What follows belongs to an exercise in optimizing a design on an open flow for small area, a short achievable clock period and few clock cycles per item; a production flow would make more cautious choices.
No run shown here included a check of the RTL's function; only the layout flow was run.
Power figures rest on the tool's default switching activity, not on a simulated workload.

==> design.v <==
module kg9_bcd_addsub (
    input  wire [127:0] x,
    input  wire [127:0] y,
    input  wire         sub,
    input  wire         cin,
    output wire [127:0] s,
    output wire         co,
    output wire         zlo,
    output wire         zall,
    output wire         tnz
);
    localparam N = 32;
    wire [N-1:0]   g, p, za, zt;
    wire [4*N-1:0] vv;
    genvar i;
    generate
        for (i = 0; i < N; i = i + 1) begin : g_dig
            wire [3:0] xd = x[4*i +: 4];
            wire [3:0] yd = y[4*i +: 4];
            wire [3:0] yb;
            assign yb[0] = yd[0] ^ sub;
            assign yb[1] = ~yd[1];
            assign yb[2] = ~(yd[2] ^ (yd[1] & ~sub));
            assign yb[3] = sub ? ~yd[3] : (yd[3] | yd[2] | yd[1]);
            wire [4:0] t = xd + yb;
            wire [3:0] v = t[3:0];
            assign g[i] = t[4];
            assign p[i] = &v;
            assign vv[4*i +: 4] = v;
            assign za[i] = ~t[4] & (v == 4'd6);
            assign zt[i] = t[4] & (v == 4'd0);
        end
    endgenerate
    wire [N-1:0] gg, pp;
    kg9_prefix #(.N(N)) u_pre (.g(g), .p(p), .go(gg), .po(pp));
    assign co = gg[N-1] | (pp[N-1] & cin);
    wire [N-1:0] zc;
    generate
        for (i = 0; i < N; i = i + 1) begin : g_out
            wire c = (i == 0) ? cin : (gg[i-1] | (pp[i-1] & cin));
            wire       cd = g[i] | (p[i] & c);
            wire [3:0] w  = vv[4*i +: 4] + {3'd0, c};
            assign s[4*i +: 4] = cd ? w : w + 4'd10;    
            wire cp = (i == 0) ? cin : ~za[i-1];
            assign zc[i] = cp ? p[i] : (za[i] | zt[i]);
        end
    endgenerate
    assign zlo  = &zc[N-2:0];
    assign zall = &zc;
    wire c31 = gg[N-2] | (pp[N-2] & cin);
    assign tnz = !(c31 ? p[N-1] : (za[N-1] | zt[N-1]));
endmodule
module kg9_prefix #(parameter N = 32) (
    input  wire [N-1:0] g,
    input  wire [N-1:0] p,
    output wire [N-1:0] go,
    output wire [N-1:0] po
);
    localparam L = (N <= 2) ? 1 : (N <= 4) ? 2 : (N <= 8) ? 3 : (N <= 16) ? 4 : (N <= 32) ? 5 : 6;
    wire [N-1:0] gl [0:L];
    wire [N-1:0] pl [0:L];
    assign gl[0] = g;
    assign pl[0] = p;
    genvar k, i;
    generate
        for (k = 0; k < L; k = k + 1) begin : g_lvl
            for (i = 0; i < N; i = i + 1) begin : g_b
                if ((i >> k) & 1) begin : g_c
                    localparam integer J = ((i >> k) << k) - 1;
                    assign gl[k+1][i] = gl[k][i] | (pl[k][i] & gl[k][J]);
                    assign pl[k+1][i] = pl[k][i] & pl[k][J];
                end else begin : g_p
                    assign gl[k+1][i] = gl[k][i];
                    assign pl[k+1][i] = pl[k][i];
                end
            end
        end
    endgenerate
    assign go = gl[L];
    assign po = pl[L];
endmodule
module kg9_bcd_x2 #(parameter N = 32) (
    input  wire [4*N-1:0] x,
    output wire [4*N-1:0] y
);
    genvar i;
    generate
        for (i = 0; i < N; i = i + 1) begin : g_dig
            wire [3:0] d = x[4*i +: 4];
            wire       ci;
            if (i == 0) begin : g_c0
                assign ci = 1'b0;
            end else begin : g_c
                wire [3:0] dl = x[4*i-4 +: 4];
                assign ci = dl[3] | (dl[2] & (dl[1] | dl[0]));    
            end
            wire [2:0] h;
            assign h[2] = (d[2] & ~d[1] & ~d[0]) | (d[3] & d[0]);
            assign h[1] = (~d[3] & ~d[2] & d[1]) | (d[2] & d[1] & d[0]) | (d[3] & ~d[0]);
            assign h[0] = (~d[3] & ~d[2] & d[0]) | (d[2] & d[1] & ~d[0]) | (d[3] & ~d[0]);
            assign y[4*i +: 4] = {h, ci};
        end
    endgenerate
endmodule
module kg9_bcd_x5 #(parameter N = 32) (
    input  wire [4*N-1:0] x,
    output wire [4*N-1:0] y
);
    genvar i;
    generate
        for (i = 0; i < N; i = i + 1) begin : g_dig
            wire       od = x[4*i];
            wire [2:0] h;
            if (i == 0) begin : g_h0
                assign h = 3'd0;
            end else begin : g_h
                assign h = x[4*i-1 -: 3];     
            end
            assign y[4*i]     = od ^ h[0];
            assign y[4*i + 1] = od ? (~h[2] & (h[1] ^ h[0])) : h[1];
            assign y[4*i + 2] = od ? (~h[2] & ~(h[1] & h[0])) : h[2];
            assign y[4*i + 3] = od & (h[2] | (h[1] & h[0]));
        end
    endgenerate
endmodule
module kg9_decunit (
    input  wire         clk,
    input  wire         rst,
    input  wire         start,
    input  wire [2:0]   op,
    input  wire [127:0] a,
    input  wire [127:0] b,
    input  wire [13:0]  imm,
    output wire         ready,
    output reg          done,
    output wire [127:0] res,
    output wire [127:0] rem,
    output wire         z,
    output wire         n,
    output reg          dv,
    output reg          exc_data,
    output reg          exc_div
);
    localparam OP_ADDP = 3'd0, OP_SUBP = 3'd1, OP_MULP = 3'd2,
               OP_DIVP = 3'd3, OP_CMPP = 3'd4, OP_SHRP = 3'd5;
    localparam S_IDLE = 4'd8, S_EXEC = 4'd1, S_MUL = 4'd2, S_DIV = 4'd3,
               S_SHL  = 4'd4, S_SHR  = 4'd5, S_SHF = 4'd6, S_NEG = 4'd7;
    reg [3:0]   state;
    reg [2:0]   op_r;
    reg [123:0] x1;
    reg [127:0] x2;
    reg [127:0] x3;
    reg [3:0]   asn, bsn;    
    reg [4:0]   scale;
    reg [5:0]   sh;
    reg [3:0]   rnd;
    reg [4:0]   cnt;         
    reg [3:0]   drop;        
    reg [2:0]   md;          
    reg         mneg;        
    reg         mcy;         
    reg         mbig;        
    reg         m32;         
    reg         mzero;       
    reg         negdo;       
    reg [3:0]   qacc;        
    reg [4:0]   la;          
    reg [5:0]   nstep;       
    reg [4:0]   nreal;       
    reg         cur_real;    
    reg         lost;        
    reg         ovf;         
    reg         sflag;       
    reg         remneg;      
    reg [3:0]   resq;        
    reg         mfirst;      
    reg         iscmp;       
    reg         zzn;         
    reg         zsg;         
    reg         remz;        
    reg         qnz;         
    reg [31:0]  lbd;         
    reg [7:0]   bw;          
    reg [59:0]  bhk;         
    reg         tryp;        
    reg         dneg;        
    wire sa = (asn == 4'hD);
    wire sb = (bsn == 4'hD);
    assign ready = state[3];
    assign res   = {resq[3] ? x1[123:93] : x2[123:93], resq[2] ? x1[92:62] : x2[92:62],
                    resq[1] ? x1[61:31]  : x2[61:31],  resq[0] ? x1[30:0]  : x2[30:0],
                    (sflag & !zsg) ? 4'hD : 4'hC};
    assign rem   = {x2[123:0], (remneg & !remz) ? 4'hD : 4'hC};
    assign z     = zzn;
    assign n     = sflag & !zzn;
    function automatic digits_ok(input [123:0] v);
        integer k;
        begin
            digits_ok = 1'b1;
            for (k = 0; k < 31; k = k + 1)
                if (v[4*k+3] & (v[4*k+2] | v[4*k+1])) digits_ok = 1'b0;
        end
    endfunction
    wire a_ok = digits_ok(x1) && (asn == 4'hC || asn == 4'hD || asn == 4'hF);
    wire b_ok = digits_ok(x3[123:0]) && (bsn == 4'hC || bsn == 4'hD || bsn == 4'hF);
    wire bad  = !b_ok || (op_r != OP_SHRP && !a_ok);
    wire [127:0] m1 = x3;
    wire [127:0] m2, m4, m5;
    kg9_bcd_x2 #(.N(32)) u_m2 (.x(m1), .y(m2));
    kg9_bcd_x2 #(.N(32)) u_m4 (.x(m2), .y(m4));
    kg9_bcd_x5 #(.N(32)) u_m5 (.x(m1), .y(m5));
    wire [3:0] mul_sel = {md == 3'd5, md == 3'd4, md == 3'd2 || md == 3'd3, md == 3'd1};
    wire [2:0] md_next = (md == 3'd3) ? 3'd1 : 3'd0;
    function automatic [4:0] recode(input [3:0] d, input c);
        reg [3:0] e, t;
        begin
            e = d + {3'd0, c};
            t = 4'd10 - e;
            if (e >= 4'd6)
                recode = {2'b11, t[2:0]};
            else
                recode = {2'b00, e[2:0]};
        end
    endfunction
    wire [4:0] rc_in  = recode(a[7:4], 1'b0);       
    wire [4:0] rc_sw  = recode(x3[3:0], 1'b0);      
    wire [4:0] rc_nx  = recode(x1[7:4], mcy);       
    wire [30:0] nz3;      
    wire [30:0] top3;     
    genvar gi;
    generate
        for (gi = 0; gi < 31; gi = gi + 1) begin : g_nz3
            assign nz3[gi] = |x3[4*gi +: 4];
            if (gi == 30) begin : g_t
                assign top3[gi] = nz3[gi];
            end else begin : g_o
                assign top3[gi] = nz3[gi] & ~|nz3[30:gi+1];
            end
        end
    endgenerate
    reg [4:0] lb_n;
    reg [3:0] bd1, bd0;
    integer kb;
    always @(*) begin
        lb_n = 5'd0;
        bd1  = 4'd0;
        bd0  = 4'd0;
        for (kb = 0; kb < 31; kb = kb + 1) begin
            lb_n = lb_n | ({5{top3[kb]}} & (kb + 1));
            bd1  = bd1  | ({4{top3[kb]}} & x3[4*kb +: 4]);
            if (kb > 0) bd0 = bd0 | ({4{top3[kb]}} & x3[4*kb-4 +: 4]);
        end
    end
    reg [3:0] rd2, rd1, rd0;
    always @(*) begin
        rd2 = 4'd0;
        rd1 = 4'd0;
        rd0 = 4'd0;
        for (kb = 0; kb < 32; kb = kb + 1) begin
            rd2 = rd2 | ({4{lbd[kb]}} & x2[4*kb +: 4]);
            if (kb < 31) rd1 = rd1 | ({4{lbd[kb+1]}} & x2[4*kb +: 4]);
            if (kb < 30) rd0 = rd0 | ({4{lbd[kb+2]}} & x2[4*kb +: 4]);
        end
    end
    wire [11:0] rw = {rd2, rd1, rd0};
    wire [7:0]  bwn = {bd1, bd0};
    wire [11:0] bwi;                     
    assign bwi[3:0]  = (bd0 == 4'd9) ? 4'd0 : bd0 + 4'd1;
    assign bwi[7:4]  = (bd0 != 4'd9) ? bd1 : (bd1 == 4'd9) ? 4'd0 : bd1 + 4'd1;
    assign bwi[11:8] = {3'd0, bwn == 8'h99};
    wire [11:0] bhi = (lb_n <= 5'd2) ? {4'd0, bwn} : bwi;
    wire [11:0] bhi2, bhi4, bhi5;
    kg9_bcd_x2 #(.N(3)) u_h2 (.x(bhi),  .y(bhi2));
    kg9_bcd_x2 #(.N(3)) u_h4 (.x(bhi2), .y(bhi4));
    kg9_bcd_x5 #(.N(3)) u_h5 (.x(bhi),  .y(bhi5));
    wire [11:0] bhi8;
    kg9_bcd_x2 #(.N(3)) u_h8 (.x(bhi4), .y(bhi8));
    wire [11:0] bw1 = {4'd0, bw};
    wire [11:0] bw2, bw3, bw5, bw6;
    kg9_bcd_x2 #(.N(3)) u_l2 (.x(bw1),  .y(bw2));
    kg9_bcd_x5 #(.N(3)) u_l5 (.x(bw1),  .y(bw5));
    kg9_bcd_x2 #(.N(3)) u_l6 (.x(bw3),  .y(bw6));
    wire [4:0] s30 = bw2[3:0] + bw1[3:0];
    wire       c30 = (s30 > 5'd9);
    wire [4:0] s31 = bw2[7:4] + bw1[7:4] + {4'd0, c30};
    wire       c31 = (s31 > 5'd9);
    assign bw3[3:0]  = c30 ? s30[3:0] + 4'd6 : s30[3:0];
    assign bw3[7:4]  = c31 ? s31[3:0] + 4'd6 : s31[3:0];
    assign bw3[11:8] = bw2[11:8] + {3'd0, c31};
    function automatic dgt(input [3:0] r, input [3:0] t);    
        reg [3:0] e;
        begin
            e = r ~^ t;
            dgt = (r[3] & ~t[3]) | (e[3] & ((r[2] & ~t[2]) |
                  (e[2] & ((r[1] & ~t[1]) | (e[1] & r[0] & ~t[0])))));
        end
    endfunction
    function automatic ge3(input [11:0] r, input [11:0] t);
        reg g2, e2, g1, e1, g0;
        begin
            g2 = dgt(r[11:8], t[11:8]);  e2 = (r[11:8] == t[11:8]);
            g1 = dgt(r[7:4], t[7:4]);    e1 = (r[7:4] == t[7:4]);
            g0 = dgt(r[3:0], t[3:0]) | (r[3:0] == t[3:0]);
            ge3 = g2 | (e2 & (g1 | (e1 & g0)));
        end
    endfunction
    wire ge1 = ge3(rw, bhk[11:0]);
    wire ge2 = ge3(rw, bhk[23:12]);
    wire ge4 = ge3(rw, bhk[35:24]);
    wire ge5 = ge3(rw, bhk[47:36]);
    wire ge8 = ge3(rw, bhk[59:48]);
    wire lt1 = (rw < bw1);
    wire lt2 = (rw < bw2);
    wire lt3 = (rw < bw3);
    wire lt5 = (rw < bw5);
    wire lt6 = (rw < bw6);
    wire [3:0] est_m   = ge8 ? 4'd4 : ge5 ? 4'd5 : ge4 ? 4'd4 : ge2 ? 4'd2 : ge1 ? 4'd1 : 4'd0;
    wire       est_fin = !ge8 && (ge5 ? lt6 : ge4 ? lt5 : ge2 ? lt3 : ge1 ? lt2 : lt1);
    wire       div_try = !tryp && !ge1 && !lt1;       
    wire [3:0] div_sel = tryp ? {3'd0, dneg} :
                         {ge5 & !ge8, (ge4 & !ge5) | ge8, ge2 & !ge4, (ge1 & !ge2) | (!ge1 & !lt1)};
    wire       div_fin = tryp || (!div_try && est_fin);
    wire [3:0] div_q   = qacc + (tryp ? {3'd0, !dneg} : est_m);
    wire is_mul  = (op_r == OP_MULP);
    wire is_div  = (op_r == OP_DIVP);
    wire is_shrp = (op_r == OP_SHRP);
    wire is_neg  = (state == S_NEG) && negdo;
    wire eff_sub = sa ^ sb ^ (op_r == OP_SUBP || op_r == OP_CMPP);
    wire zero_x  = is_neg || (state == S_SHF) || (state == S_MUL && mfirst) ||
                   (state == S_EXEC && (is_mul || is_div || is_shrp));
    wire is_exec = (state == S_EXEC);
    wire [3:0] sel = is_mul ? mul_sel :
                     is_div ? (state == S_DIV ? div_sel : 4'b0000) :
                     {3'd0, state != S_NEG};
    wire [127:0] opy = ({128{sel[0]}} & m1) | ({128{sel[1]}} & m2) |
                       ({128{sel[2]}} & m4) | ({128{sel[3]}} & m5) |
                       ({128{is_neg}} & x2);
    wire [127:0] opx = zero_x ? 128'd0 : x2;
    wire asub   = is_exec ? (is_mul ? mneg : (!is_div && !is_shrp && eff_sub)) :
                  (is_neg || (state == S_DIV && !tryp) || (state == S_MUL && mneg));
    wire rnd_up = is_shrp && sh[5] && (({1'b0, drop} + {1'b0, rnd}) >= 5'd10);
    wire [127:0] sum;
    wire         aco, zlo, zall, tnz;
    kg9_bcd_addsub u_add (.x(opx), .y(opy), .sub(asub), .cin(asub | rnd_up),
                          .s(sum), .co(aco), .zlo(zlo), .zall(zall), .tnz(tnz));
    wire [30:0] nz1, top1;
    generate
        for (gi = 0; gi < 31; gi = gi + 1) begin : g_nz1
            assign nz1[gi] = |x1[4*gi +: 4];
            if (gi == 30) begin : g_t
                assign top1[gi] = nz1[gi];
            end else begin : g_o
                assign top1[gi] = nz1[gi] & ~|nz1[30:gi+1];
            end
        end
    endgenerate
    reg [4:0] lead_n;     
    reg [3:0] lead_d;     
    integer k;
    always @(*) begin
        lead_n = 5'd0;
        lead_d = 4'd0;
        for (k = 0; k < 31; k = k + 1) begin
            lead_n = lead_n | ({5{top1[k]}} & (k + 1));
            lead_d = lead_d | ({4{top1[k]}} & x1[4*k +: 4]);
        end
    end
    wire [30:0] pos = 31'd1 << (la - 5'd1);
    reg  [3:0]   d_next;
    reg  [123:0] clr;
    integer j;
    always @(*) begin
        d_next = 4'd0;
        for (j = 0; j < 30; j = j + 1)
            if (pos[j+1]) d_next = x1[4*j +: 4];
        for (j = 0; j < 31; j = j + 1)
            clr[4*j +: 4] = {4{pos[j] & cur_real}};
    end
    wire [123:0] x1c    = x1 & ~clr;
    wire [123:0] x1_qn  = {x1c[119:0], div_q};
    wire [3:0]   d_in   = (state == S_EXEC) ? lead_d : (nreal != 5'd0) ? d_next : 4'd0;
    wire         div_ov = ovf | (x1c[123:120] != 4'd0);
    wire exec_ok = (state == S_EXEC);
    wire mul_swap = (lb_n < lead_n);            
    wire mul_go  = (state == S_MUL) || (exec_ok && is_mul && !mul_swap);
    wire shl_go  = (state == S_SHL) || (exec_ok && is_shrp && sh != 6'd0 && !sh[5]);
    wire shr_go  = (state == S_SHR) || (exec_ok && is_shrp && sh[5]);
    wire shf_go  = (state == S_SHF) || (exec_ok && is_shrp && sh == 6'd0);
    wire [5:0] mlen = {1'b0, lead_n} + {1'b0, lb_n};    
    wire ab_gt = (lead_n > lb_n) || (lead_n == lb_n && lead_d > bd1);
    wire ab_lt = (lead_n < lb_n) || (lead_n == lb_n && lead_d < bd1);
    wire mul_ov  = (is_exec ? (mlen >= 6'd33) : mbig) |
                   ((is_exec ? (mlen == 6'd32) : m32) & tnz);
    wire x2_shift = (state == S_EXEC && is_div) ||
                    (state == S_DIV && div_fin && nstep != 6'd0);
    always @(posedge clk)
        x2 <= state[3] ? {4'd0, a[127:4]} :
              x2_shift ? {sum[123:0], d_in} : sum;
    always @(posedge clk) begin
        begin
            done <= 1'b0;
            if (state[3]) begin
                op_r  <= op;
                x1    <= a[127:4];
                x3    <= {4'd0, b[127:4]};
                asn   <= a[3:0];
                bsn   <= b[3:0];
                scale <= imm[4:0];
                sh    <= imm[13:8];
                rnd   <= imm[3:0];
                cnt   <= imm[13] ? (~imm[12:8] + 5'd1) : imm[12:8];
                {mcy, mneg, md} <= rc_in;
                qacc  <= 4'd0;
                qnz   <= 1'b0;
                lost  <= 1'b0;
                ovf   <= 1'b0;
                drop  <= 4'd0;
                resq[0] <= (op == OP_DIVP);
                resq[1] <= (op[1:0] == 2'b11);
                iscmp <= (op == OP_CMPP);
                if (start) begin
                    dv    <= 1'b0;
                    state <= S_EXEC;
                end
            end
            if (state == S_EXEC) begin
                exc_data <= 1'b0;
                exc_div  <= 1'b0;
                remneg   <= sa;
                resq[2]  <= is_div;
                resq[3]  <= (op_r[1:0] == 2'b11);
                    case (op_r)
                        OP_ADDP, OP_SUBP, OP_CMPP: begin
                            zzn <= iscmp ? zall : zlo;
                            zsg <= zall;
                            if (eff_sub) begin
                                sflag <= aco ? sa : !sa;
                                negdo <= ab_lt | !aco;
                                if (!ab_gt && !iscmp) begin
                                    state <= S_NEG;
                                end else begin
                                    done  <= 1'b1;
                                    state <= S_IDLE;
                                end
                            end else begin
                                sflag <= sa;
                                if (!iscmp) dv <= tnz;
                                done  <= 1'b1;
                                state <= S_IDLE;
                            end
                        end
                        OP_MULP: begin
                            sflag <= sa ^ sb;
                            state <= S_MUL;
                            mfirst <= mul_swap;
                            mbig   <= (mlen >= 6'd33);
                            m32    <= (mlen == 6'd32);
                            mzero  <= (lead_n == 5'd0) || (lb_n == 5'd0);
                            if (mul_swap) begin
                                x1 <= x3[123:0];
                                x3 <= {4'd0, x1};
                                {mcy, mneg, md} <= rc_sw;
                            end
                        end
                        OP_DIVP: begin
                            sflag <= sa ^ sb;
                            if (lb_n == 5'd0) begin
                                exc_div <= 1'b1;
                                done    <= 1'b1;
                                state   <= S_IDLE;
                            end else if (lead_n == 5'd0) begin
                                zzn   <= 1'b1;
                                zsg   <= 1'b1;
                                remz  <= 1'b1;
                                done  <= 1'b1;
                                state <= S_IDLE;
                            end else begin
                                la       <= lead_n;
                                lbd      <= 32'd1 << lb_n;
                                bw       <= {bd1, bd0};
                                bhk      <= {bhi8, bhi5, bhi4, bhi2, bhi};
                                tryp     <= 1'b0;
                                nreal    <= lead_n - 5'd1;
                                cur_real <= 1'b1;
                                nstep    <= {1'b0, lead_n} + {1'b0, scale} - 6'd1;
                                state    <= S_DIV;
                            end
                        end
                        default: sflag <= sb;    
                    endcase
            end
            if (state == S_NEG) begin
                sflag <= negdo ? !sa : sa;
                zzn   <= zlo;
                zsg   <= zall;
                done  <= 1'b1;
                state <= S_IDLE;
            end
            if (mul_go) begin
                mfirst <= 1'b0;
                if (md_next == 3'd0) begin
                    x1   <= {4'd0, x1[123:4]};
                    x3   <= {x3[123:0], 4'd0};
                    {mcy, mneg, md} <= rc_nx;
                    if (x1[123:4] == 120'd0 && !mcy) begin
                        dv    <= mul_ov;
                        zzn   <= zlo;
                        zsg   <= is_exec ? ((lead_n == 5'd0) || (lb_n == 5'd0)) : mzero;
                        done  <= 1'b1;
                        state <= S_IDLE;
                    end
                end else begin
                    md <= md_next;
                end
            end
            if (state == S_DIV) begin
                tryp <= div_try;
                dneg <= !aco;
                if (div_fin) begin
                    x1    <= x1_qn;
                    ovf   <= div_ov;
                    qacc  <= 4'd0;
                    qnz   <= qnz | (div_q != 4'd0);
                    nstep <= nstep - 6'd1;
                    nreal <= (nreal != 5'd0) ? nreal - 5'd1 : 5'd0;
                    cur_real <= (nreal != 5'd0);
                    if (div_ov) begin
                        exc_div <= 1'b1;
                        done    <= 1'b1;
                        state   <= S_IDLE;
                    end else if (nstep == 6'd0) begin
                        zzn   <= !(qnz | (div_q != 4'd0));
                        zsg   <= !(qnz | (div_q != 4'd0));
                        remz  <= zall;
                        done  <= 1'b1;
                        state <= S_IDLE;
                    end else begin
                    end
                end else begin
                    qacc <= div_q;
                end
            end
            if (shl_go) begin
                x3    <= {x3[123:0], 4'd0};
                lost  <= lost | (x3[123:120] != 4'd0);
                cnt   <= cnt - 5'd1;
                state <= (cnt == 5'd1) ? S_SHF : S_SHL;
            end
            if (shr_go) begin
                x3    <= {4'd0, x3[127:4]};
                drop  <= x3[3:0];
                cnt   <= cnt - 5'd1;
                state <= (cnt == 5'd1) ? S_SHF : S_SHR;
            end
            if (shf_go) begin
                dv    <= lost;
                zzn   <= zlo;
                zsg   <= zlo & !lost;
                done  <= 1'b1;
                state <= S_IDLE;
            end
            if (state == S_EXEC && bad) begin
                exc_data <= 1'b1;
                exc_div  <= 1'b0;
                done     <= 1'b1;
                state    <= S_IDLE;
            end
        end
        if (rst) begin
            state <= S_IDLE;
            done  <= 1'b0;
        end
    end
endmodule
==> run.sh <==
#!/bin/bash
# synth_recipe.tcl (not shown) runs the flow's synth.tcl, then flattens the netlist and writes it again
# the make line also repeats each setting of config.mk as NAME=value (left out here)
make -C /OpenROAD-flow-scripts/flow DESIGN_CONFIG=/design/flow/config.mk WORK_HOME=/design/flow/orfs CLKGATE_MAP_FILE= SYNTH_SCRIPT=/design/flow/synth_recipe.tcl finish
==> config.mk <==
export PLATFORM = sky130hd
export DESIGN_NAME = kg9_decunit
export DESIGN_NICKNAME = kg9_decunit
export VERILOG_FILES = /design/flow/design.v
export SDC_FILE = /design/flow/constraint.sdc
export NUM_CORES = 8
export LEC_CHECK = 0
export ABC_AREA = 0
export CAP_MARGIN = 40
export CORE_MARGIN = 2
export CORE_UTILIZATION = 36
export SLEW_MARGIN = 40
==> constraint.sdc <==
create_clock -name core_clock -period 50.0 [get_ports {clk}]
set_input_delay 10.0000 -clock core_clock [delete_from_list [all_inputs] [get_ports {clk}]]
set_output_delay 10.0000 -clock core_clock [all_outputs]
set_load 0.01 [all_outputs]
==> results of run 1 <==
==> path summary, 6_finish.rpt <==
path,start,to,slack (ns),cells past startpoint
setup / recovery,lbd[21]$_SDFFCE_PP0P_,x2[87]$_DFF_P_,36.49,40
hold / removal,mfirst$_SDFFE_PN0P_,mfirst$_SDFFE_PN0P_,0.47,1
setup reg to reg,lbd[21]$_SDFFCE_PP0P_,x2[87]$_DFF_P_,36.49,40
hold reg to reg,mfirst$_SDFFE_PN0P_,mfirst$_SDFFE_PN0P_,0.47,1
==> cells in the mapped netlist, types with 54 or more instances <==
cell        n  area share [%]
buf_1      57            0.34
mux2_2    140             2.5
dfxtp_1   411              13
and2_1    127             1.2
inv_1     438             2.6
o211ai_1   57            0.67
mux2i_1   310             4.9
a31oi_1    55            0.54
nand2b_1   68            0.67
edfxtp_1  136             6.4
or4_1      54            0.64
buf_4     136             1.6
a311oi_1   86             1.2
nor4_1     83            0.82
nand4_1   115             1.1
xor2_1    112             1.5
a211oi_1  303             3.6
ha_1      456             9.0
nand2_1   625             3.7
nand3_1   196             1.5
a221oi_1  105             1.4
buf_2      60            0.47
o21ai_0   557             4.4
a21o_1     98             1.2
nor3_1    164             1.3
nor2b_1    65            0.64
o22ai_1    61            0.60
clkbuf_1  639             3.8
nor2_1    734             4.3
a21oi_1   871             6.8
o221ai_1   78             1.1
xnor2_1   170             2.3
a22oi_1   214             2.5
==> per-layer routing <==
layer | GRT usage (%) | up-vias | wire length (um)
li1 | - | 32200 | -
met1 | 58.4 | 38200 | 165000
met2 | 63.5 | 6661 | 172000
met3 | 21.9 | 1789 | 69900
met4 | 39.9 | 40 | 47200
met5 | 0 | - | 667
==> worst register-to-register path, delay by kind of cell, from the launching register on <==
| family | cells | cell delay [ns] |
|---|---|---|
| compound gates | 15 | 4.35 |
| xor+xnor | 4 | 1.32 |
| fa+ha+maj | 6 | 1.72 |
| buf+inv | 5 | 1.52 |
| flops | 1 | 0.76 |
| simple gates | 10 | 3.79 |
==> flip-flops by register name (all words and copies together) (netlist names), 6 cells and up <==
register / flops
nstep: 6
x2: 128
sh: 6
x1: 124
lbd: 32
x3: 128
bhk: 42
bw: 8
==> per-stage QoR <==
stage | setup WS (ns) | total power [mW] | hold slack (ns)
detailed placement | 36.59 | 3.88 | 0.452
finish | 36.49 | 4.70 | 0.475
floorplan | 38.88 | 2.49 | 0.432
global route | 36.35 | 4.79 | 0.505
CTS | 36.59 | 4.48 | 0.469
global placement | 36.42 | 3.84 | 0.449
==> layout make-up <==
| type | count | area, um2 | area share [%] |
|---|---|---|---|
| antenna | 53 | 133 | 0.177 |
| tap | 2340 | 2930 | 3.91 |
| clock inverter | 41 | 410 | 0.548 |
| sequential | 547 | 12300 | 16.5 |
| clock buffer | 102 | 2130 | 2.85 |
| inverter | 451 | 1700 | 2.27 |
| timing repair buffer | 987 | 8900 | 11.9 |
| multi-input combinational | 6700 | 46300 | 61.9 |
==> cell families (layout without fill, tap and decap cells) <==
family	count (synthesis)	after routing	synth area share (%)
compound gates	2994	2994	31.1
simple gates	2464	2464	18.9
buf+inv	1349	1581	8.92
flops	547	547	19.3
fa+ha+maj	498	498	10.2
mux	453	453	7.46
xor+xnor	285	285	4.00
other cells	2	59	0.0118
==> power by group <==
group          switching, mW  total (mW)  internal [mW]
Clock                  0.270       0.589          0.320
Sequential             0.234       0.790          0.556
Combinational           2.15        3.32           1.17
Total                   2.65        4.70           2.04
==> metrics.md, run 1 <==
| Metric | Value |
|---|---|
| Final period util | 27.0% |
| First-pass GRT wire length | 603000 um |
| Initial antenna violation count | 67 |
| Most frequent cells in the layout | a21oi_1 (864), nor2_1 (727), nand2_1 (623) |
| Most used cell, CP | ha_1 |
| Non-Filler Instances | 11200 |
| Final min period | 13.51 ns |
| Number of max-cap violations | 0 |
| CP top delay family | compound AO/OA/AOI/OAI gates |
| Post-DR vias/cell | 7.03 |
| Chip width | 424 um |
| Crit-path max cell delay | 0.93 ns |
| Largest net degree at the start of global routing | 105 |
| Highest-delay cell along the critical path | or4_1 |
| Global-route usage over all layers | 48.0% |
| Hold_buf cts | 0 |
| Leak | 29.8 nW |
| Unrepaired setup endpoints after global routing | false |
| Post-CTS Resized | 0 |
| Worst-Skew Late Latency | 0.77 ns |
| Worst path bufs/invs | 5 |
| Final wirelength | 454000 um |
| Worst vdd ir | 0.0558 mV |
| Ys Warns | 2 |
| 1st-iter DRT viols | 14600 |
| RePlAce Congestion | 1.14 |
| Post-route ant nets | 0 |
| Post-Syn Area | 0.0636 mm2 |
| Post-placement cell area | 0.0719 mm2 |
| Routed WL per cell | 40.5 um |
| Slew HR | 29.5% |
| Post-synth top flop | dfxtp_1 |
| Setup bufs post-CTS | 0 |
| Core area | 0.176 mm2 |
| Detailed-route via count | 78900 |
| Buffers on Ports | 529 |
| Post-Route Utilization | 42.5% |
| DRT Pass-1 Iters | 9 |
| Syn avg cell area | 7.41 um2 |
| H-tree levels | 3 |
| Die area | 0.180 mm2 |
| CTS tree | yes |
| Hold Crit Class | flop to flop |
| Distinct cell type count after synthesis | 116 |
| Clock sinks | 547 |
| Share of cells above drive strength 1 | 10.5% |
| Commonest non-fill, non-tap cell in the layout | a21oi_1 |
| Asr flop ratio synth | 0% |
| Clock transition at path regs | 0.07 ns |
| Vias in the first global route | 70400 |
| CP Max Fanout | 43 |
| Clock buffer depth | 3 |
| GRT Residual Overflow | 0 |
| Slew Limit Fails | 0 |
| Pwr dens | 62.8 mW/mm2 |
| Sequential element share of the synthesized area | 19.3% |
| Worst Path Required | 50.66 ns |
| Layout area overhead | 17.6% |
| Top achievable clock speed | 0.0740 GHz |
| Clk root buf | clkbuf_16 |
| Cts bufs inserted | 77 |
| Post-layout nets | 9535 |
| Die height | 424 um |
| Worst slew pin tran | 1.03 ns |
| WS Path Type | flop to flop |
| Total Negative Setup Slacks | 0 ns |
| Fill cells | 18000 |
| Synth Instances | 8592 |
| Count of endpoints failing setup in the final report | 0 |
| Hold Vio Cnt, Final | 0 |
| Starting Density | 36.2% |
| Clock Skew | 0.0603 ns |
| Cell Rows | 154 |
| Cells after DPL | 11000 |
| Startpoint types | flop |
| #FFs+latches synth | 547 |
| I/O Pins | 539 |
| Number of synthesized flops with an enable pin | 136 |
| Crit path capture type | flop |
| Fin area | 0.0749 mm2 |
| Crit path arrival time | 14.17 ns |
| DP HPWL | 354000 um |
| Status | finished clean |
| Drc violations | 0 |
==> run 2, diff against run 1 <==
--- a/design.v
+++ b/design.v
@@ -163,4 +163,5 @@
     reg         m32;         
     reg         mzero;       
+    reg [3:0]   mraw;        
     reg         negdo;       
     reg [3:0]   qacc;        
@@ -173,5 +174,5 @@
     reg         sflag;       
     reg         remneg;      
-    reg [3:0]   resq;        
+    reg [7:0]   resq;        
     reg         mfirst;      
     reg         iscmp;       
@@ -182,5 +183,5 @@
     reg [31:0]  lbd;         
     reg [7:0]   bw;          
-    reg [59:0]  bhk;         
+    reg [47:0]  bhk;         
     reg         tryp;        
     reg         dneg;        
@@ -188,7 +189,13 @@
     wire sb = (bsn == 4'hD);
     assign ready = state[3];
-    assign res   = {resq[3] ? x1[123:93] : x2[123:93], resq[2] ? x1[92:62] : x2[92:62],
-                    resq[1] ? x1[61:31]  : x2[61:31],  resq[0] ? x1[30:0]  : x2[30:0],
-                    (sflag & !zsg) ? 4'hD : 4'hC};
+    genvar ri;
+    generate
+        for (ri = 0; ri < 8; ri = ri + 1) begin : g_res
+            localparam integer LO = 4 + 16 * ri;
+            localparam integer HI = (ri == 7) ? 127 : LO + 15;
+            assign res[HI:LO] = resq[ri] ? x1[HI-4:LO-4] : x2[HI-4:LO-4];
+        end
+    endgenerate
+    assign res[3:0] = (sflag & !zsg) ? 4'hD : 4'hC;
     assign rem   = {x2[123:0], (remneg & !remz) ? 4'hD : 4'hC};
     assign z     = zzn;
@@ -210,6 +217,9 @@
     kg9_bcd_x2 #(.N(32)) u_m4 (.x(m2), .y(m4));
     kg9_bcd_x5 #(.N(32)) u_m5 (.x(m1), .y(m5));
-    wire [3:0] mul_sel = {md == 3'd5, md == 3'd4, md == 3'd2 || md == 3'd3, md == 3'd1};
-    wire [2:0] md_next = (md == 3'd3) ? 3'd1 : 3'd0;
+    wire [2:0] md_e;
+    wire       mneg_e, mcy_e;
+    assign {mcy_e, mneg_e, md_e} = (state == S_EXEC) ? rc_in : {mcy, mneg, md};
+    wire [3:0] mul_sel = {md_e == 3'd5, md_e == 3'd4, md_e == 3'd2 || md_e == 3'd3, md_e == 3'd1};
+    wire [2:0] md_next = (md_e == 3'd3) ? 3'd1 : 3'd0;
     function automatic [4:0] recode(input [3:0] d, input c);
         reg [3:0] e, t;
@@ -223,7 +233,7 @@
         end
     endfunction
-    wire [4:0] rc_in  = recode(a[7:4], 1'b0);       
+    wire [4:0] rc_in  = recode(mraw, 1'b0);         
     wire [4:0] rc_sw  = recode(x3[3:0], 1'b0);      
-    wire [4:0] rc_nx  = recode(x1[7:4], mcy);       
+    wire [4:0] rc_nx  = recode(x1[7:4], mcy_e);     
     wire [30:0] nz3;      
     wire [30:0] top3;     
@@ -274,6 +284,4 @@
     kg9_bcd_x2 #(.N(3)) u_h4 (.x(bhi2), .y(bhi4));
     kg9_bcd_x5 #(.N(3)) u_h5 (.x(bhi),  .y(bhi5));
-    wire [11:0] bhi8;
-    kg9_bcd_x2 #(.N(3)) u_h8 (.x(bhi4), .y(bhi8));
     wire [11:0] bw1 = {4'd0, bw};
     wire [11:0] bw2, bw3, bw5, bw6;
@@ -309,15 +317,14 @@
     wire ge4 = ge3(rw, bhk[35:24]);
     wire ge5 = ge3(rw, bhk[47:36]);
-    wire ge8 = ge3(rw, bhk[59:48]);
-    wire lt1 = (rw < bw1);
-    wire lt2 = (rw < bw2);
-    wire lt3 = (rw < bw3);
-    wire lt5 = (rw < bw5);
-    wire lt6 = (rw < bw6);
-    wire [3:0] est_m   = ge8 ? 4'd4 : ge5 ? 4'd5 : ge4 ? 4'd4 : ge2 ? 4'd2 : ge1 ? 4'd1 : 4'd0;
-    wire       est_fin = !ge8 && (ge5 ? lt6 : ge4 ? lt5 : ge2 ? lt3 : ge1 ? lt2 : lt1);
+    wire lt1 = !ge3(rw, bw1);
+    wire lt2 = !ge3(rw, bw2);
+    wire lt3 = !ge3(rw, bw3);
+    wire lt5 = !ge3(rw, bw5);
+    wire lt6 = !ge3(rw, bw6);
+    wire [3:0] est_m   = ge5 ? 4'd5 : ge4 ? 4'd4 : ge2 ? 4'd2 : ge1 ? 4'd1 : 4'd0;
+    wire       est_fin = ge5 ? lt6 : ge4 ? lt5 : ge2 ? lt3 : ge1 ? lt2 : lt1;
     wire       div_try = !tryp && !ge1 && !lt1;       
     wire [3:0] div_sel = tryp ? {3'd0, dneg} :
-                         {ge5 & !ge8, (ge4 & !ge5) | ge8, ge2 & !ge4, (ge1 & !ge2) | (!ge1 & !lt1)};
+                         {ge5, ge4 & !ge5, ge2 & !ge4, (ge1 & !ge2) | (!ge1 & !lt1)};
     wire       div_fin = tryp || (!div_try && est_fin);
     wire [3:0] div_q   = qacc + (tryp ? {3'd0, !dneg} : est_m);
@@ -337,5 +344,5 @@
                        ({128{is_neg}} & x2);
     wire [127:0] opx = zero_x ? 128'd0 : x2;
-    wire asub   = is_exec ? (is_mul ? mneg : (!is_div && !is_shrp && eff_sub)) :
+    wire asub   = is_exec ? (is_mul ? mneg_e : (!is_div && !is_shrp && eff_sub)) :
                   (is_neg || (state == S_DIV && !tryp) || (state == S_MUL && mneg));
     wire rnd_up = is_shrp && sh[5] && (({1'b0, drop} + {1'b0, rnd}) >= 5'd10);
@@ -381,7 +388,8 @@
     wire [3:0]   d_in   = (state == S_EXEC) ? lead_d : (nreal != 5'd0) ? d_next : 4'd0;
     wire         div_ov = ovf | (x1c[123:120] != 4'd0);
-    wire exec_ok = (state == S_EXEC);
+    wire exec_ok = (state == S_EXEC) && !bad;
     wire mul_swap = (lb_n < lead_n);            
     wire mul_go  = (state == S_MUL) || (exec_ok && is_mul && !mul_swap);
+    wire [4:0] cnt_e = is_exec ? (sh[5] ? (~sh[4:0] + 5'd1) : sh[4:0]) : cnt;
     wire shl_go  = (state == S_SHL) || (exec_ok && is_shrp && sh != 6'd0 && !sh[5]);
     wire shr_go  = (state == S_SHR) || (exec_ok && is_shrp && sh[5]);
@@ -409,6 +417,5 @@
                 sh    <= imm[13:8];
                 rnd   <= imm[3:0];
-                cnt   <= imm[13] ? (~imm[12:8] + 5'd1) : imm[12:8];
-                {mcy, mneg, md} <= rc_in;
+                mraw  <= a[7:4];
                 qacc  <= 4'd0;
                 qnz   <= 1'b0;
@@ -418,4 +425,6 @@
                 resq[0] <= (op == OP_DIVP);
                 resq[1] <= (op[1:0] == 2'b11);
+                resq[2] <= (op == OP_DIVP) & start;
+                resq[3] <= (op[1:0] == 2'b11) & start;
                 iscmp <= (op == OP_CMPP);
                 if (start) begin
@@ -428,6 +437,13 @@
                 exc_div  <= 1'b0;
                 remneg   <= sa;
-                resq[2]  <= is_div;
-                resq[3]  <= (op_r[1:0] == 2'b11);
+                resq[4]  <= is_div;
+                resq[5]  <= (op_r[1:0] == 2'b11);
+                resq[6]  <= is_div & !bad;
+                resq[7]  <= (op_r[1:0] == 2'b11) & !bad;
+                if (bad) begin
+                    exc_data <= 1'b1;
+                    done     <= 1'b1;
+                    state    <= S_IDLE;
+                end else begin
                     case (op_r)
                         OP_ADDP, OP_SUBP, OP_CMPP: begin
@@ -479,5 +495,5 @@
                                 lbd      <= 32'd1 << lb_n;
                                 bw       <= {bd1, bd0};
-                                bhk      <= {bhi8, bhi5, bhi4, bhi2, bhi};
+                                bhk      <= {bhi5, bhi4, bhi2, bhi};
                                 tryp     <= 1'b0;
                                 nreal    <= lead_n - 5'd1;
@@ -489,4 +505,5 @@
                         default: sflag <= sb;    
                     endcase
+                end
             end
             if (state == S_NEG) begin
@@ -503,5 +520,5 @@
                     x3   <= {x3[123:0], 4'd0};
                     {mcy, mneg, md} <= rc_nx;
-                    if (x1[123:4] == 120'd0 && !mcy) begin
+                    if (x1[123:4] == 120'd0 && !mcy_e) begin
                         dv    <= mul_ov;
                         zzn   <= zlo;
@@ -511,5 +528,7 @@
                     end
                 end else begin
-                    md <= md_next;
+                    md   <= md_next;
+                    mneg <= mneg_e;
+                    mcy  <= mcy_e;
                 end
             end
@@ -544,12 +563,12 @@
                 x3    <= {x3[123:0], 4'd0};
                 lost  <= lost | (x3[123:120] != 4'd0);
-                cnt   <= cnt - 5'd1;
-                state <= (cnt == 5'd1) ? S_SHF : S_SHL;
+                cnt   <= cnt_e - 5'd1;
+                state <= (cnt_e == 5'd1) ? S_SHF : S_SHL;
             end
             if (shr_go) begin
                 x3    <= {4'd0, x3[127:4]};
                 drop  <= x3[3:0];
-                cnt   <= cnt - 5'd1;
-                state <= (cnt == 5'd1) ? S_SHF : S_SHR;
+                cnt   <= cnt_e - 5'd1;
+                state <= (cnt_e == 5'd1) ? S_SHF : S_SHR;
             end
             if (shf_go) begin
@@ -560,10 +579,4 @@
                 state <= S_IDLE;
             end
-            if (state == S_EXEC && bad) begin
-                exc_data <= 1'b1;
-                exc_div  <= 1'b0;
-                done     <= 1'b1;
-                state    <= S_IDLE;
-            end
         end
         if (rst) begin
--- a/config.mk
+++ b/config.mk
@@ -9,4 +9,4 @@
 export CAP_MARGIN = 40
 export CORE_MARGIN = 2
-export CORE_UTILIZATION = 36
+export CORE_UTILIZATION = 30
 export SLEW_MARGIN = 40
==> metrics.md, run 2 <==
| Metric | Value |
|---|---|
| Die area | 0.220 mm2 (was 0.180 mm2) |
| I/O Pins | 539 (unchanged) |
| Worst setup startpoint | lbd[6]$_SDFFCE_PN0P_ (was lbd[21]$_SDFFCE_PP0P_) |
| Largest net degree at the start of global routing | 121 (was 105) |
| Starting Density | 30.2% (was 36.2%) |
| Worst vdd ir | 0.0332 mV (was 0.0558 mV) |
| Startpoint types | flop (unchanged) |
| Leak | 29.8 nW (about the same) |
| Number of max-cap violations | 0 (unchanged) |
| Global-route usage over all layers | 38.3% (was 48.0%) |
| Total Negative Setup Slacks | 0 ns (unchanged) |
| Core area | 0.215 mm2 (was 0.176 mm2) |
| Layout area overhead | 17.1% (was 17.6%) |
| Slew HR | 31.2% (was 29.5%) |
| Power Total | 4.07 mW (was 4.70 mW) |
| Regs by FF count | x2 x128, x3 x128, x1 x124 (unchanged) |
| Initial antenna violation count | 49 (was 67) |
| #FFs+latches synth | 545 (was 547) |
| WS Path Type | flop to flop (unchanged) |
| Final min period | 13.08 ns (was 13.51 ns) |
| Buffers on Ports | 529 (unchanged) |
| Most used cell, CP | ha_1 (unchanged) |
| Drc violations | 0 (unchanged) |
| Syn avg cell area | 7.40 um2 (was 7.41 um2) |
| Crit path arrival time | 13.74 ns (was 14.17 ns) |
| Setup bufs post-CTS | 0 (unchanged) |
| Cell Rows | 170 (was 154) |
| RR Startpoint | lbd[6]$_SDFFCE_PN0P_ (was lbd[21]$_SDFFCE_PP0P_) |
| Worst-Skew Late Latency | 0.78 ns (was 0.77 ns) |
| Vias in the first global route | 70900 (was 70400) |
| Worst Path Required | 50.66 ns (about the same) |
| Reg2reg path depth | 40 (unchanged) |
| Clock Skew | 0.0667 ns (was 0.0603 ns) |
| Status | finished clean (unchanged) |
| Clk root buf | clkbuf_16 (unchanged) |
| Post-Syn Area | 0.0650 mm2 (was 0.0636 mm2) |
| CTS tree | yes (unchanged) |
| Clock sinks | 545 (was 547) |
| Hold_buf cts | 0 (unchanged) |
| Hold path startpoint | mfirst$_SDFFE_PN0P_ (unchanged) |
| Ys Warns | 2 (unchanged) |
| Hold Crit Depth | 1 (unchanged) |
| Count of endpoints failing setup in the final report | 0 (unchanged) |
| GRT Residual Overflow | 0 (unchanged) |
| RePlAce Congestion | 1.12 (was 1.14) |
| Routed WL per cell | 37.7 um (was 40.5 um) |
| Worst slew pin tran | 1.03 ns (about the same) |
| Distinct cell type count after synthesis | 112 (was 116) |
| Post-layout nets | 9605 (was 9535) |
| Clock buffer depth | 3 (unchanged) |
| Share of cells above drive strength 1 | 9.56% (was 10.5%) |
| Pwr dens | 53.5 mW/mm2 (was 62.8 mW/mm2) |
| Post-CTS Resized | 0 (unchanged) |
| DP HPWL | 345000 um (was 354000 um) |
| Slew Limit Fails | 0 (unchanged) |
| Top achievable clock speed | 0.0764 GHz (was 0.0740 GHz) |
| Unrepaired setup endpoints after global routing | false (unchanged) |
| Share of the synthesized area in the top cell type | 12.5% (was 12.9%) |
| Final wirelength | 444000 um (was 454000 um) |
| Clock transition at path regs | 0.06 ns (was 0.07 ns) |
| Most frequent cells in the layout | nor2_1 (769), a21oi_1 (760), o21ai_0 (614) (was a21oi_1 (864), nor2_1 (727), nand2_1 (623)) |
| Fill cells | 22700 (was 18000) |
| Synth Instances | 8779 (was 8592) |
| Post-DR vias/cell | 6.65 (was 7.03) |
| Post-route ant nets | 0 (unchanged) |
| CP Max Fanout | 59 (was 43) |
| Number of synthesized flops with an enable pin | 140 (was 136) |
| 1st-iter DRT viols | 12400 (was 14600) |
| Die height | 469 um (was 424 um) |
| H-tree levels | 3 (unchanged) |
| Hold Vio Cnt, Final | 0 (unchanged) |
| Crit path capture type | flop (unchanged) |
| Post-synth top flop | dfxtp_1 (unchanged) |
| Commonest non-fill, non-tap cell in the layout | nor2_1 (was a21oi_1) |
| Most common cell in the synthesized netlist | nor2_1 (was a21oi_1) |
| Synth area leaders | dfxtp_1 (12%), ha_1 (8.5%), edfxtp_1 (6.5%) (was dfxtp_1 (13%), ha_1 (9.0%), a21oi_1 (6.8%)) |
| Chip width | 469 um (was 424 um) |
| Hold Crit Class | flop to flop (unchanged) |
| Detailed-route via count | 78400 (was 78900) |
| Synth top cells by count | nor2_1 (778), a21oi_1 (763), clkbuf_1 (678), o21ai_0 (617), nand2_1 (525) (was a21oi_1 (871), nor2_1 (734), clkbuf_1 (639), nand2_1 (625), o21ai_0 (557)) |
| Synth area leader | dfxtp_1 (unchanged) |
| Cts bufs inserted | 76 (was 77) |
| First-pass GRT wire length | 597000 um (was 603000 um) |
| Crit-path max cell delay | 0.77 ns (was 0.93 ns) |
| Highest-delay cell along the critical path | buf_4 (was or4_1) |
| Sequential element share of the synthesized area | 19.0% (was 19.3%) |
| Asr flop ratio synth | 0% (unchanged) |
| Final period util | 26.2% (was 27.0%) |
| DRT Pass-1 Iters | 10 (was 9) |
[run 2: changes by cell type after synthesis, sizes merged, moves of 39 or more]
cell / previous run / this run
a211oi: 304 / 362
a21boi: 8 / 51
a21oi: 872 / 770
a221o: 51 / 91
a221oi: 105 / 53
a311oi: 87 / 21
clkbuf: 642 / 681
mux2i: 311 / 350
nand2: 628 / 528
nand3: 198 / 315
nand4: 117 / 78
nor2: 734 / 781
o21ai: 572 / 627
xor2: 112 / 71
[run 2: metal layers]
metal / up-vias / part of all wire, % / global-route usage, %
met5: - / 0.044 / 0.0433
met4: 28 / 11 / 33.3
met3: 1524 / 13 / 13.1
met2: 6063 / 39 / 53.8
met1: 37900 / 37 / 46.1
li1: 32800 / - / -
[run 2: final timing paths]
path	endpoint	slack, ns
worst max-delay path	x2[95]$_DFF_P_	36.92
worst min-delay path	mfirst$_SDFFE_PN0P_	0.47
worst max register to register	x2[95]$_DFF_P_	36.92
worst min register to register	mfirst$_SDFFE_PN0P_	0.47
[run 2: final cells by class]
class / count / area [um2] / area share (%)
Tap cell: 2838 / 3550 / 4.67
Antenna cell: 28 / 70.1 / 0.0921
Clock buffer: 103 / 2180 / 2.86
Timing Repair Buffer: 891 / 8170 / 10.7
Clock inverter: 36 / 454 / 0.597
Multi-Input combinational cell: 6916 / 47700 / 62.7
Inverter: 418 / 1570 / 2.07
Sequential cell: 545 / 12400 / 16.3
[run 2: critical path: cells and delay by family, from the launching register on]
| family | cells | cell delay [ns] |
|---|---|---|
| flops | 1 | 0.72 |
| simple gates | 9 | 2.81 |
| fa+ha+maj | 6 | 1.53 |
| buf+inv | 7 | 2.39 |
| xor+xnor | 4 | 0.86 |
| mux | 1 | 0.27 |
| compound gates | 13 | 4.26 |
[run 2: where the power goes]
| part | internal (mW) | switching (mW) | leakage, nW |
|---|---|---|---|
| registers | 0.535 | 0.353 | 4.67 |
| clock network | 0.335 | 0.266 | 1.28 |
| logic | 0.969 | 1.61 | 23.8 |
[run 2: per-stage QoR]
step / hold WS [ns] / instance area, um2 / setup slack, ns / utilization, % / cells
floorplan: 0.441 / 65000 / 38.69 / - / 8783
global placement: 0.452 / 72700 / 37.32 / 33.8 / 11600
detailed placement: 0.458 / 73100 / 37.45 / 34.0 / 11600
CTS: 0.472 / 75700 / 37.24 / 35.2 / 11700
global route: 0.502 / 76000 / 36.60 / 35.4 / 11800
finish: 0.469 / 76100 / 36.92 / 35.4 / 11800
[run 2: logic make-up after synthesis]
| logic type | count (synthesis) | share of synthesized area [%] |
|---|---|---|
| and+or+nand+nor | 2655 | 20.6 |
| xor gates and xnor gates | 257 | 3.46 |
| DFF | 545 | 19.0 |
| muxes | 485 | 7.73 |
| adders and majority gates | 482 | 9.73 |
| buffers and inverters | 1322 | 8.53 |
| AOI/OAI and AO/OA | 3031 | 31.0 |
| other | 2 | 0.0116 |
==> run 3, diff against run 2 <==
--- a/design.v
+++ b/design.v
@@ -183,5 +183,5 @@
     reg [31:0]  lbd;         
     reg [7:0]   bw;          
-    reg [47:0]  bhk;         
+    reg [59:0]  bhk;         
     reg         tryp;        
     reg         dneg;        
@@ -280,8 +280,9 @@
     assign bwi[11:8] = {3'd0, bwn == 8'h99};
     wire [11:0] bhi = (lb_n <= 5'd2) ? {4'd0, bwn} : bwi;
-    wire [11:0] bhi2, bhi4, bhi5;
+    wire [11:0] bhi2, bhi4, bhi5, bhi8;
     kg9_bcd_x2 #(.N(3)) u_h2 (.x(bhi),  .y(bhi2));
     kg9_bcd_x2 #(.N(3)) u_h4 (.x(bhi2), .y(bhi4));
     kg9_bcd_x5 #(.N(3)) u_h5 (.x(bhi),  .y(bhi5));
+    kg9_bcd_x2 #(.N(3)) u_h8 (.x(bhi4), .y(bhi8));
     wire [11:0] bw1 = {4'd0, bw};
     wire [11:0] bw2, bw3, bw5, bw6;
@@ -317,4 +318,6 @@
     wire ge4 = ge3(rw, bhk[35:24]);
     wire ge5 = ge3(rw, bhk[47:36]);
+    wire ge8 = ge3(rw, bhk[59:48]);
+    wire q8  = ge8;
     wire lt1 = !ge3(rw, bw1);
     wire lt2 = !ge3(rw, bw2);
@@ -322,9 +325,9 @@
     wire lt5 = !ge3(rw, bw5);
     wire lt6 = !ge3(rw, bw6);
-    wire [3:0] est_m   = ge5 ? 4'd5 : ge4 ? 4'd4 : ge2 ? 4'd2 : ge1 ? 4'd1 : 4'd0;
-    wire       est_fin = ge5 ? lt6 : ge4 ? lt5 : ge2 ? lt3 : ge1 ? lt2 : lt1;
+    wire [3:0] est_m   = q8 ? 4'd4 : ge5 ? 4'd5 : ge4 ? 4'd4 : ge2 ? 4'd2 : ge1 ? 4'd1 : 4'd0;
+    wire       est_fin = !q8 && (ge5 ? lt6 : ge4 ? lt5 : ge2 ? lt3 : ge1 ? lt2 : lt1);
     wire       div_try = !tryp && !ge1 && !lt1;       
     wire [3:0] div_sel = tryp ? {3'd0, dneg} :
-                         {ge5, ge4 & !ge5, ge2 & !ge4, (ge1 & !ge2) | (!ge1 & !lt1)};
+                         {ge5 & !q8, (ge4 & !ge5) | q8, ge2 & !ge4, (ge1 & !ge2) | (!ge1 & !lt1)};
     wire       div_fin = tryp || (!div_try && est_fin);
     wire [3:0] div_q   = qacc + (tryp ? {3'd0, !dneg} : est_m);
@@ -380,5 +383,5 @@
         d_next = 4'd0;
         for (j = 0; j < 30; j = j + 1)
-            if (pos[j+1]) d_next = x1[4*j +: 4];
+            d_next = d_next | ({4{pos[j+1]}} & x1[4*j +: 4]);
         for (j = 0; j < 31; j = j + 1)
             clr[4*j +: 4] = {4{pos[j] & cur_real}};
@@ -495,5 +498,5 @@
                                 lbd      <= 32'd1 << lb_n;
                                 bw       <= {bd1, bd0};
-                                bhk      <= {bhi5, bhi4, bhi2, bhi};
+                                bhk      <= {bhi8, bhi5, bhi4, bhi2, bhi};
                                 tryp     <= 1'b0;
                                 nreal    <= lead_n - 5'd1;
==> metrics.md, run 3 <==
| Metric | Value |
|---|---|
| Detailed-route via count | 75200 (was 78400) |
| Post-Route Utilization | 35.3% (was 35.4%) |
| Starting Density | 30.2% (about the same) |
| I/O Pins | 539 (unchanged) |
| Asr flop ratio synth | 0% (unchanged) |
| Worst setup startpoint | lbd[26]$_SDFFCE_PP0P_ (was lbd[6]$_SDFFCE_PN0P_) |
| Initial antenna violation count | 37 (was 49) |
| Hold Crit Class | flop to flop (unchanged) |
| Most common cell in the synthesized netlist | a21oi_1 (was nor2_1) |
| Reg2Reg Setup Slack | 36.54 ns (was 36.92 ns) |
| Post-synth top flop | dfxtp_1 (unchanged) |
| Fill cells | 22600 (was 22700) |
| Crit-path max cell delay | 0.79 ns (was 0.77 ns) |
| Synth area leaders | dfxtp_1 (12%), ha_1 (8.6%), a21oi_1 (7.9%) (was dfxtp_1 (12%), ha_1 (8.5%), edfxtp_1 (6.5%)) |
| Logic pwr share | 66.4% (was 63.4%) |
| Hold path startpoint | qnz$_DFF_P_ (was mfirst$_SDFFE_PN0P_) |
| DP HPWL | 307000 um (was 345000 um) |
| H-tree levels | 3 (unchanged) |
| Clock transition at path regs | 0.06 ns (about the same) |
| Post-Syn Area | 0.0658 mm2 (was 0.0650 mm2) |
| Worst vdd ir | 0.0291 mV (was 0.0332 mV) |
| Final min period | 13.46 ns (was 13.08 ns) |
| Setup ws final | 36.54 ns (was 36.92 ns) |
| Core area | 0.218 mm2 (was 0.215 mm2) |
| Post-route ant nets | 0 (unchanged) |
| Top achievable clock speed | 0.0743 GHz (was 0.0764 GHz) |
| #FFs+latches synth | 555 (was 545) |
| Layout area overhead | 16.8% (was 17.1%) |
| Distinct cell type count after synthesis | 121 (was 112) |
| Vias in the first global route | 69400 (was 70900) |
| Unrepaired setup endpoints after global routing | false (unchanged) |
| Cell Rows | 171 (was 170) |
| Clock Skew | 0.0539 ns (was 0.0667 ns) |
| 1st-iter DRT viols | 11000 (was 12400) |
| WS Path Type | flop to flop (unchanged) |
| Pwr dens | 55.7 mW/mm2 (was 53.5 mW/mm2) |
| Slew HR | 32.3% (was 31.2%) |
| Worst slew pin tran | 1.02 ns (was 1.03 ns) |
| DRT Pass-1 Iters | 9 (was 10) |
| Synth top cells by count | a21oi_1 (1040), nor2_1 (746), clkbuf_1 (624), o21ai_0 (573), nand2_1 (529) (was nor2_1 (778), a21oi_1 (763), clkbuf_1 (678), o21ai_0 (617), nand2_1 (525)) |
| Routed WL per cell | 33.0 um (was 37.7 um) |
| Hold_buf cts | 0 (unchanged) |
| Worst Path Required | 50.66 ns (about the same) |
| Most frequent cells in the layout | a21oi_1 (1035), nor2_1 (743), o21ai_0 (567) (was nor2_1 (769), a21oi_1 (760), o21ai_0 (614)) |
| Crit path arrival time | 14.11 ns (was 13.74 ns) |
| Global-route usage over all layers | 33.4% (was 38.3%) |
| Post-DR vias/cell | 6.34 (was 6.65) |
| Pre-CTS worst setup slack | 36.96 ns (was 37.45 ns) |
| Highest-delay cell along the critical path | nor4_1 (was buf_4) |
| Clk root buf | clkbuf_16 (unchanged) |
| CTS tree | yes (unchanged) |
| Syn avg cell area | 7.44 um2 (was 7.40 um2) |
| Buffers on Ports | 529 (unchanged) |
| Critical Path Sink | x2[127]$_SDFF_PP0_ (was x2[95]$_DFF_P_) |
| CP Max Fanout | 82 (was 59) |
| Int Power | 2.04 mW (was 1.84 mW) |
| Share of cells above drive strength 1 | 9.63% (was 9.56%) |
| Regs by FF count | x2 x128, x3 x128, x1 x124 (unchanged) |
| RR Endpoint | x2[127]$_SDFF_PP0_ (was x2[95]$_DFF_P_) |
| WHS | 0.467 ns (was 0.469 ns) |
| Final wirelength | 391000 um (was 444000 um) |
| Synth Instances | 8846 (was 8779) |
| Leak | 29.9 nW (was 29.8 nW) |
| Sw Share | 52.3% (was 54.8%) |
| Number of max-cap violations | 0 (unchanged) |
| Share of the synthesized area in the top cell type | 12.3% (was 12.5%) |
| Commonest non-fill, non-tap cell in the layout | a21oi_1 (was nor2_1) |
| Clock sinks | 555 (was 545) |
| Crit path capture type | flop (unchanged) |
| First-pass GRT wire length | 541000 um (was 597000 um) |
| GRT Residual Overflow | 0 (unchanged) |
| Final period util | 26.9% (was 26.2%) |
| Reg2reg path depth | 39 (was 40) |
| RePlAce Congestion | 1.05 (was 1.12) |
| Most used cell, CP | ha_1 (unchanged) |
| Startpoint types | flop (unchanged) |
| Synth area leader | dfxtp_1 (unchanged) |
| Total Negative Setup Slacks | 0 ns (unchanged) |
| Slew Limit Fails | 0 (unchanged) |
| Status | finished clean (unchanged) |
| Ys Warns | 2 (unchanged) |
| Chip width | 472 um (was 469 um) |
| Hold Vio Cnt, Final | 0 (unchanged) |
| Count of endpoints failing setup in the final report | 0 (unchanged) |
| Sequential Power Share | 19.1% (was 21.9%) |
| Post-CTS Resized | 0 (unchanged) |
| RR Startpoint | lbd[26]$_SDFFCE_PP0P_ (was lbd[6]$_SDFFCE_PN0P_) |
| Number of synthesized flops with an enable pin | 150 (was 140) |
| Die height | 472 um (was 469 um) |
| Drc violations | 0 (unchanged) |
| Largest net degree at the start of global routing | 142 (was 121) |
| Sequential element share of the synthesized area | 19.2% (was 19.0%) |
| Setup bufs post-CTS | 0 (unchanged) |
| Cts bufs inserted | 77 (was 76) |
| Post-layout nets | 9688 (was 9605) |
| Clk pwr share | 14.5% (was 14.8%) |
| Clock buffer depth | 3 (unchanged) |
| Die area | 0.223 mm2 (was 0.220 mm2) |
| Switch Pwr | 2.24 mW (was 2.23 mW) |
| Worst-Skew Late Latency | 0.77 ns (was 0.78 ns) |
run 3: power groups by stage:
stage / combinational (mW) / sequential [mW] / clock (mW)
after global placement: 2.71 / 0.810 / 0
after floorplan: 1.80 / 0.631 / 0
after CTS: 2.78 / 0.800 / 0.627
after detailed placement: 2.77 / 0.809 / 0
final: 2.84 / 0.815 / 0.621
after global routing: 3.04 / 0.809 / 0.643
run 3: per-stage QoR:
step | area (um2) | cells | power [mW]
2_1_floorplan | 65800 | 8850 | 2.43
6_report | 76800 | 11900 | 4.28
3_5_place_dp | 73900 | 11700 | 3.57
3_3_place_gp | 73500 | 11700 | 3.52
4_1_cts | 76600 | 11800 | 4.21
5_1_grt | 76800 | 11800 | 4.50
run 3: cell type report:
cell class | instances | area (um2) | share of cell area, %
Inverter | 424 | 1600 | 2.08
Antenna cell | 16 | 40.0 | 0.0521
Sequential cell | 555 | 12600 | 16.5
Timing Repair Buffer | 904 | 8300 | 10.8
Clock inverter | 29 | 423 | 0.551
Clock buffer | 112 | 2310 | 3.01
Tap cell | 2854 | 3570 | 4.65
Multi-Input combinational cell | 6959 | 47900 | 62.4
run 3: worst min-delay path by stage:
stage,to,slack (ns),cells past startpoint
6_report,qnz$_DFF_P_,0.47,1
5_1_grt,nstep[5]$_DFF_P_,0.50,2
4_1_cts,qnz$_DFF_P_,0.47,1
3_5_place_dp,qnz$_DFF_P_,0.45,1
3_3_place_gp,qnz$_DFF_P_,0.44,1
2_1_floorplan,qnz$_DFF_P_,0.43,1
run 3: worst max-delay path, delay by kind of cell, from the launching register on:
| family | cells | cell delay (ns) |
|---|---|---|
| AOI/OAI and AO/OA | 16 | 4.53 |
| and+or+nand+nor | 11 | 4.19 |
| adders and majority gates | 6 | 2.03 |
| buffers and inverters | 3 | 1.10 |
| DFF | 1 | 0.70 |
| xor gates and xnor gates | 2 | 0.42 |
| muxes | 1 | 0.23 |
run 3: logic make-up (layout without fill, tap and decap cells):
family / count (synthesis) / in the layout / synth area share, %
flops: 555 / 555 / 19.2
xor+xnor: 280 / 280 / 3.75
other cells: 2 / 22 / 0.0114
simple gates: 2413 / 2413 / 18.4
fa+ha+maj: 495 / 495 / 9.85
mux: 500 / 500 / 7.93
compound gates: 3265 / 3265 / 32.1
buf+inv: 1336 / 1469 / 8.76
run 3: layer usage:
metal	GRT usage [%]	up-vias	share of wire [%]
li1	-	32900	-
met4	19.9	14	7.2
met1	44.5	36700	41
met3	7.51	926	10
met5	0	-	0.026
met2	49.0	4668	41
==> run 4, diff against run 3 <==
--- a/config.mk
+++ b/config.mk
@@ -9,4 +9,4 @@
 export CAP_MARGIN = 40
 export CORE_MARGIN = 2
-export CORE_UTILIZATION = 30
+export CORE_UTILIZATION = 36
 export SLEW_MARGIN = 40
==> metrics.md, run 4 <==
| Metric | Value |
|---|---|
| WS Path Type | flop to flop (unchanged) |
| CP top delay family | compound AO/OA/AOI/OAI gates (unchanged) |
| Unrepaired setup endpoints after global routing | false (unchanged) |
| Initial antenna violation count | 46 (was 37) |
| WHS | 0.472 ns (was 0.467 ns) |
| Sequential Power Share | 18.3% (was 19.1%) |
| Global-route usage over all layers | 39.6% (was 33.4%) |
| Post-route ant nets | 0 (unchanged) |
| Setup bufs post-CTS | 0 (unchanged) |
| Reg2reg path depth | 42 (was 39) |
| Post-layout nets | 9713 (was 9688) |
| Buffers on Ports | 529 (unchanged) |
| Multi-input logic area | 0.0479 mm2 (about the same) |
| #FFs+latches synth | 555 (unchanged) |
| Final period util | 27.5% (was 26.9%) |
| 1st-iter DRT viols | 10900 (was 11000) |
| Starting Density | 36.3% (was 30.2%) |
| Sw Share | 52.7% (was 52.3%) |
| Clock Skew | 0.0436 ns (was 0.0539 ns) |
| Wl on met1 | 149000 um (was 161000 um) |
| Syn avg cell area | 7.44 um2 (unchanged) |
| Post-placement cell area | 0.0734 mm2 (was 0.0739 mm2) |
| Fill cells | 18500 (was 22600) |
| Count of endpoints failing setup in the final report | 0 (unchanged) |
| Asr flop ratio synth | 0% (unchanged) |
| Drc violations | 0 (unchanged) |
| Int Power | 2.04 mW (about the same) |
| Distinct cell type count after synthesis | 121 (unchanged) |
| Power Total | 4.31 mW (was 4.28 mW) |
| Worst-Skew Late Latency | 0.77 ns (about the same) |
| Sequential element share of the synthesized area | 19.2% (unchanged) |
| RePlAce Congestion | 1.09 (was 1.05) |
| Final min period | 13.76 ns (was 13.46 ns) |
| Crit-path max cell delay | 0.74 ns (was 0.79 ns) |
| Switch Pwr | 2.27 mW (was 2.24 mW) |
| Synth top cells by count | a21oi_1 (1040), nor2_1 (746), clkbuf_1 (624), o21ai_0 (573), nand2_1 (529) (unchanged) |
| CP Max Fanout | 49 (was 82) |
| Synth area leaders | dfxtp_1 (12%), ha_1 (8.6%), a21oi_1 (7.9%) (unchanged) |
| Detailed-route via count | 76200 (was 75200) |
| Synth area leader | dfxtp_1 (unchanged) |
| Pre-CTS worst setup slack | 36.75 ns (was 36.96 ns) |
| Hold Crit Class | flop to flop (unchanged) |
| Number of max-cap violations | 0 (unchanged) |
| Hold_buf cts | 0 (unchanged) |
| Share of cells above drive strength 1 | 9.99% (was 9.63%) |
| Layout area overhead | 16.1% (was 16.8%) |
| Regs by FF count | x2 x128, x3 x128, x1 x124 (unchanged) |
| Crit path arrival time | 14.43 ns (was 14.11 ns) |
| Cells after DPL | 11200 (was 11700) |
| Most common cell in the synthesized netlist | a21oi_1 (unchanged) |
| Commonest non-fill, non-tap cell in the layout | a21oi_1 (unchanged) |
| Die height | 431 um (was 472 um) |
| Met3 wire len | 44900 um (was 40800 um) |
| Cell Rows | 156 (was 171) |
| Worst Path Required | 50.67 ns (was 50.66 ns) |
| GRT Residual Overflow | 0 (unchanged) |
| Share of the synthesized area in the top cell type | 12.3% (unchanged) |
| Non-Filler Instances | 11400 (was 11900) |
| Clk root buf | clkbuf_16 (unchanged) |
| Hold Vio Cnt, Final | 0 (unchanged) |
| H-tree levels | 3 (unchanged) |
| Routed WL per cell | 33.8 um (was 33.0 um) |
| Status | finished clean (unchanged) |
| Number of stages on the worst setup path | 42 (was 39) |
| Most frequent cells in the layout | a21oi_1 (1037), nor2_1 (742), o21ai_0 (569) (was a21oi_1 (1035), nor2_1 (743), o21ai_0 (567)) |
| Leak | 30.1 nW (was 29.9 nW) |
| Register area | 0.0126 mm2 (about the same) |
| Post-Syn Area | 0.0658 mm2 (unchanged) |
| Logic pwr share | 67.4% (was 66.4%) |
| Worst vdd ir | 0.0342 mV (was 0.0291 mV) |
| Met2 wire length | 156000 um (was 161000 um) |
-- run 4: path summary, 6_finish.rpt --
check / from / end / slack [ns]
min: nstep[5]$_DFF_P_ / nstep[5]$_DFF_P_ / 0.47
max: lbd[5]$_SDFFCE_PN0P_ / x2[119]$_DFF_P_ / 36.24
max reg2reg: lbd[5]$_SDFFCE_PN0P_ / x2[119]$_DFF_P_ / 36.24
min reg2reg: nstep[5]$_DFF_P_ / nstep[5]$_DFF_P_ / 0.47
-- run 4: layout make-up --
class / count / area share, %
antenna: 22 / 0.0721
clock buffer: 109 / 2.96
clock inverter: 37 / 0.585
inverter: 424 / 2.09
multi-input combinational: 6959 / 62.7
sequential: 555 / 16.5
tap: 2370 / 3.88
timing repair buffer: 928 / 11.1
-- run 4: power groups by stage --
stage                     combinational (mW)  clock, mW  sequential, mW
after floorplan                         1.80          0           0.631
after detailed placement                2.79          0           0.777
final                                   2.91      0.618           0.788
after global routing                    3.08      0.633           0.778
after global placement                  2.74          0           0.778
after CTS                               2.81      0.620           0.768
-- run 4: routing by layer --
metal	track usage (%)	up-vias
li1	-	33000
met1	49.5	36900
met2	56.4	5139
met3	11.8	1166
met4	31.0	18
met5	0	-
-- run 4: worst min-delay path, cell delays in order (launching register included) --
cell and delay, ns:
dfxtp_1 0.32, inv_1 0.05, a21oi_1 0.05
-- run 4: cell families (layout without fill, tap and decap cells) --
logic type,count (synthesis),count (layout),synth area share [%]
AOI/OAI and AO/OA,3265,3265,32.1
and+or+nand+nor,2413,2413,18.4
buffers and inverters,1336,1498,8.76
DFF,555,555,19.2
muxes,500,500,7.93
adders and majority gates,495,495,9.85
xor gates and xnor gates,280,280,3.75
other,2,28,0.0114

-- separate check: timing with driven ports --
The flow's constraints put no driver on any port. The routed layouts listed below were extracted and timed again, unchanged, in two steps.
Step 1, drivers: a clkbuf_16 drives clk and a buf_2 each remaining input, both assumed.
Step 2 moves the port delays by t, midway between the first and last clock arrival at a register: inputs arrive t later, outputs are due t later. That takes back most of the time a late clock gives input paths.
Three values: ideal, step 1, step 2; two values: the first two.
run	shift t [ns]	setup slack, ns	latest minus earliest clock arrival (ns)	slew at the worst register clock pin (ns)	worst data-port slew with drivers (ns)
run 1	0.827	36.494 / 36.494 / 36.494	0.060 / 0.060	0.07 / 0.07	0.17
run 2	0.843	36.917 / 36.917 / 36.917	0.067 / 0.067	0.07 / 0.07	0.13
run 3	0.825	36.543 / 36.543 / 36.543	0.054 / 0.054	0.06 / 0.06	0.09
run 4	0.841	36.242 / 36.242 / 36.242	0.044 / 0.043	0.07 / 0.07	0.06
After both steps every run listed still meets setup and hold.
